What follows belongs to an exercise in optimizing a design on an open flow for small area, a short achievable clock period and few clock cycles per item; a production flow would make more cautious choices.
Power and IR drop assume default switching activity.

==> flow/design.v <==
module stripe_engine (
    input  wire         clk,
    input  wire         rst,
    input  wire         in_valid,
    output wire         in_ready,
    input  wire [127:0] in_data,
    input  wire [4:0]   in_col,
    input  wire         in_last,
    input  wire [4:0]   in_a,
    input  wire [4:0]   in_b,
    output wire         out_valid,
    input  wire         out_ready,
    output wire [127:0] out_a,
    output wire [127:0] out_b
);
    function [7:0] mulx;
        input [7:0] v;
        begin
            mulx = {v[6:0], 1'b0} ^ (v[7] ? 8'h1D : 8'h00);
        end
    endfunction
    function [7:0] divx;
        input [7:0] v;
        begin
            divx = {v[0], v[7:1]} ^ (v[0] ? 8'h0E : 8'h00);
        end
    endfunction
    function [7:0] div_pow;
        input [7:0] v;
        input [4:0] e;
        reg [7:0] t;
        begin
            t = v;
            if (e[0]) t = divx(t);
            if (e[1]) t = divx(divx(t));
            if (e[2]) t = divx(divx(divx(divx(t))));
            if (e[3]) t = divx(divx(divx(divx(divx(divx(divx(divx(t))))))));
            if (e[4]) t = divx(divx(divx(divx(divx(divx(divx(divx(
                          divx(divx(divx(divx(divx(divx(divx(divx(t))))))))))))))));
            div_pow = t;
        end
    endfunction
    function [7:0] gf_pow;
        input [4:0] i;
        begin
            gf_pow = 8'h00
                   | ({8{i == 5'd0}} & 8'h01)
                   | ({8{i == 5'd1}} & 8'h02)
                   | ({8{i == 5'd2}} & 8'h04)
                   | ({8{i == 5'd3}} & 8'h08)
                   | ({8{i == 5'd4}} & 8'h10)
                   | ({8{i == 5'd5}} & 8'h20)
                   | ({8{i == 5'd6}} & 8'h40)
                   | ({8{i == 5'd7}} & 8'h80)
                   | ({8{i == 5'd8}} & 8'h1D)
                   | ({8{i == 5'd9}} & 8'h3A)
                   | ({8{i == 5'd10}} & 8'h74)
                   | ({8{i == 5'd11}} & 8'hE8)
                   | ({8{i == 5'd12}} & 8'hCD)
                   | ({8{i == 5'd13}} & 8'h87)
                   | ({8{i == 5'd14}} & 8'h13)
                   | ({8{i == 5'd15}} & 8'h26)
                   | ({8{i == 5'd16}} & 8'h4C)
                   | ({8{i == 5'd17}} & 8'h98)
                   | ({8{i == 5'd18}} & 8'h2D)
                   | ({8{i == 5'd19}} & 8'h5A)
                   | ({8{i == 5'd20}} & 8'hB4)
                   | ({8{i == 5'd21}} & 8'h75)
                   | ({8{i == 5'd22}} & 8'hEA)
                   | ({8{i == 5'd23}} & 8'hC9)
                   | ({8{i == 5'd24}} & 8'h8F)
                   | ({8{i == 5'd25}} & 8'h03)
                   | ({8{i == 5'd26}} & 8'h06)
                   | ({8{i == 5'd27}} & 8'h0C)
                   | ({8{i == 5'd28}} & 8'h18)
                   | ({8{i == 5'd29}} & 8'h30);
        end
    endfunction
    function [7:0] gf_t;
        input [4:0] d;
        begin
            gf_t = 8'h00
                   | ({8{d == 5'd1}} & 8'hF4)
                   | ({8{d == 5'd2}} & 8'hA7)
                   | ({8{d == 5'd3}} & 8'h9D)
                   | ({8{d == 5'd4}} & 8'h72)
                   | ({8{d == 5'd5}} & 8'hED)
                   | ({8{d == 5'd6}} & 8'h5F)
                   | ({8{d == 5'd7}} & 8'h54)
                   | ({8{d == 5'd8}} & 8'hA0)
                   | ({8{d == 5'd9}} & 8'hA9)
                   | ({8{d == 5'd10}} & 8'hFB)
                   | ({8{d == 5'd11}} & 8'h74)
                   | ({8{d == 5'd12}} & 8'h85)
                   | ({8{d == 5'd13}} & 8'hE4)
                   | ({8{d == 5'd14}} & 8'hC0)
                   | ({8{d == 5'd15}} & 8'h8A)
                   | ({8{d == 5'd16}} & 8'h67)
                   | ({8{d == 5'd17}} & 8'hDC)
                   | ({8{d == 5'd18}} & 8'h26)
                   | ({8{d == 5'd19}} & 8'h63)
                   | ({8{d == 5'd20}} & 8'hF2)
                   | ({8{d == 5'd21}} & 8'hE9)
                   | ({8{d == 5'd22}} & 8'hB4)
                   | ({8{d == 5'd23}} & 8'hD2)
                   | ({8{d == 5'd24}} & 8'h02)
                   | ({8{d == 5'd25}} & 8'h8E)
                   | ({8{d == 5'd26}} & 8'hBA)
                   | ({8{d == 5'd27}} & 8'hAA)
                   | ({8{d == 5'd28}} & 8'hDE)
                   | ({8{d == 5'd29}} & 8'h89);
        end
    endfunction
    reg [127:0] d0;
    reg [4:0]   col0;
    reg         p0;         
    reg         q0;         
    reg         last0;
    reg [4:0]   a0;
    reg [4:0]   b0;
    reg         v0;
    reg         setup;      
    reg         fst;        
    reg         ov;         
    reg         modeA;
    reg [7:0]   k0, k1, r;
    reg [127:0] acc_a, acc_b;
    reg         rdy;        
    wire go  = v0 && !setup && !ov;   
    wire acc_rdy = !v0 || go;         
    assign in_ready  = rdy;
    assign out_valid = ov;
    assign out_a     = acc_a;
    assign out_b     = acc_b;
    wire take = in_valid && rdy;
    always @(posedge clk) begin
        if (acc_rdy) begin
            d0    <= in_data;
            col0  <= in_col;
            p0    <= (in_col == 5'd30);
            q0    <= (in_col == 5'd31);
            last0 <= in_last;
            a0    <= in_a;
            b0    <= in_b;
        end
    end
    wire is_p = p0;
    wire is_q = q0;
    wire [7:0] c = !go ? 8'h00 : is_p ? k0 : is_q ? k1 : (k0 ^ r);
    wire [7:0] mc0 = c;
    wire [7:0] mc1 = mulx(mc0);
    wire [7:0] mc2 = mulx(mc1);
    wire [7:0] mc3 = mulx(mc2);
    wire [7:0] mc4 = mulx(mc3);
    wire [7:0] mc5 = mulx(mc4);
    wire [7:0] mc6 = mulx(mc5);
    wire [7:0] mc7 = mulx(mc6);
    wire         sel_da = go && !modeA;           
    wire         sel_db = go && modeA && !is_q;   
    wire         clr    = go && fst;
    reg [127:0] m;
    integer j;
    always @(*) begin
        for (j = 0; j < 16; j = j + 1)
            m[8*j +: 8] = ({8{d0[8*j+0]}} & mc0) ^ ({8{d0[8*j+1]}} & mc1)
                        ^ ({8{d0[8*j+2]}} & mc2) ^ ({8{d0[8*j+3]}} & mc3)
                        ^ ({8{d0[8*j+4]}} & mc4) ^ ({8{d0[8*j+5]}} & mc5)
                        ^ ({8{d0[8*j+6]}} & mc6) ^ ({8{d0[8*j+7]}} & mc7);
    end
    wire [127:0] term_a = modeA ? m : (d0 & {128{sel_da}});
    wire [127:0] term_b = m ^ (d0 & {128{sel_db}});
    always @(posedge clk) begin
        acc_a <= (acc_a & {128{!clr}}) ^ term_a;
        acc_b <= (acc_b & {128{!clr}}) ^ term_b;
    end
    wire [4:0] n1 = col0 + 5'd1;
    wire [4:0] n2 = col0 + 5'd2;
    wire       skip2 = (n1 == a0) && (n2 == b0);
    wire       skip1 = (n1 == a0) || (n1 == b0);
    wire [7:0] r1 = mulx(r);
    wire [7:0] r2 = mulx(r1);
    wire [7:0] r3 = mulx(r2);
    wire       u_pq = (a0 == 5'd30);                  
    wire       u_dq = (b0 == 5'd31) && !u_pq;         
    wire       u_dp = (b0 == 5'd30);                  
    wire       u_dd = (b0 < 5'd30);                   
    wire [7:0] t_d  = gf_t(b0 - a0);
    wire [7:0] gk0  = u_dq ? gf_pow(a0) : u_dd ? (t_d ^ 8'h01) : 8'h00;
    wire [7:0] gk1  = div_pow(u_dd ? t_d : 8'h01, (u_dd || u_dp) ? a0 : 5'd0);
    wire [7:0] gr0  = (a0 != 5'd0) ? gk1 : (b0 == 5'd1) ? mulx(mulx(gk1)) : mulx(gk1);
    wire [24:0] gc  = {u_dd || u_dp, gk0, gk1, gr0};
    wire v0_n    = take || (v0 && !go);
    wire setup_n = (go && last0) || (setup && !v0);
    wire ov_n    = (go && last0) || (ov && !out_ready);
    always @(posedge clk) begin
        if (rst)
            rdy <= 1'b1;
        else
            rdy <= !v0_n || (!setup_n && !ov_n);
    end
    always @(posedge clk) begin
        if (rst) begin
            v0    <= 1'b0;
            setup <= 1'b1;
            fst   <= 1'b1;
            ov    <= 1'b0;
        end else begin
            if (take)
                v0 <= 1'b1;
            else if (go)
                v0 <= 1'b0;
            if (ov && out_ready)
                ov <= 1'b0;
            if (v0 && setup) begin
                setup <= 1'b0;
                modeA <= gc[24];
                k0    <= gc[23:16];
                k1    <= gc[15:8];
                r     <= gc[7:0];
            end
            if (go) begin
                fst <= last0;
                if (last0) begin
                    ov    <= 1'b1;
                    setup <= 1'b1;
                end
                if (!is_p && !is_q)
                    r <= skip2 ? r3 : skip1 ? r2 : r1;
            end
        end
    end
endmodule
Settings: LEC_CHECK=0, CAP_MARGIN=20, CORE_MARGIN=2, CORE_UTILIZATION=40, SLEW_MARGIN=20; clock period 20.0 ns.
run.sh (not shown) runs the stock make flow with config.mk's settings and CLKGATE_MAP_FILE= SYNTH_SCRIPT=/design/flow/synth_recipe.tcl, a recipe that flattens the netlist after the stock synthesis.
The starting point passed the timing, design-rule and antenna checks.
Edit:
==> flow/flow/run.sh (new file) <==
#!/bin/bash
# Standard layout (the standard.sh: standard synthesis, floorplan, place,
# CTS, route, finish) with one change: repair_timing is asked to keep a
# setup margin, so it works on paths well inside the 20 ns period.
set -euo pipefail
MARGIN=$(cat flow/margin.txt)
bash standard.sh SETUP_SLACK_MARGIN="$MARGIN" finish > flow_make.log 2>&1
==> flow/flow/margin.txt (new file) <==
14.5
==> flow/standard.sh (new file) <==
#!/bin/bash
# synth_recipe.tcl (not shown) runs the flow's synth.tcl, then flattens the netlist and writes it again
# the make line also repeats each setting of config.mk as NAME=value (left out here)
make -C /OpenROAD-flow-scripts/flow DESIGN_CONFIG=/design/flow/config.mk WORK_HOME=/design/flow/orfs CLKGATE_MAP_FILE= SYNTH_SCRIPT=/design/flow/synth_recipe.tcl "${@:-finish}"
removed: flow/run.sh
Design area goes up by 2.9%.
Worst setup slack gains 2.2 ns.
Non-clock buffer count rises by 98.
Power went up by 6.5%.
Worst hold slack got worse by 0.016 ns.
No functional check of the RTL was part of any run of this note.

-- static timing again, ports no longer ideal --
No port has a modelled driver above. Below, the same layouts with a new extraction and two added sets of constraints. Step 1 sets driving cells, clkbuf_16 on the clock port and buf_2 on the other inputs (assumed; they add their load-dependent delay and slew). Step 2 times the ports against the registers' clock, not the clock port: input delays grow and output delays shrink by t, the midpoint of the rising clock arrivals with the driver on. Three values: ideal ports, drivers, drivers and shift; two values: the first two.
run | t, ns | setup slack, ns | worst setup path after step 2 | clock arrival spread, ns | cell pins on the clock port's net
the first run | 0.709 | 11.673 / 11.673 / 11.673 | register to register | 0.025 / 0.026 | 1
the second run | 0.707 | 13.832 / 13.832 / 13.832 | register to register | 0.037 / 0.036 | 1
After both steps setup and hold are still met in every run listed.
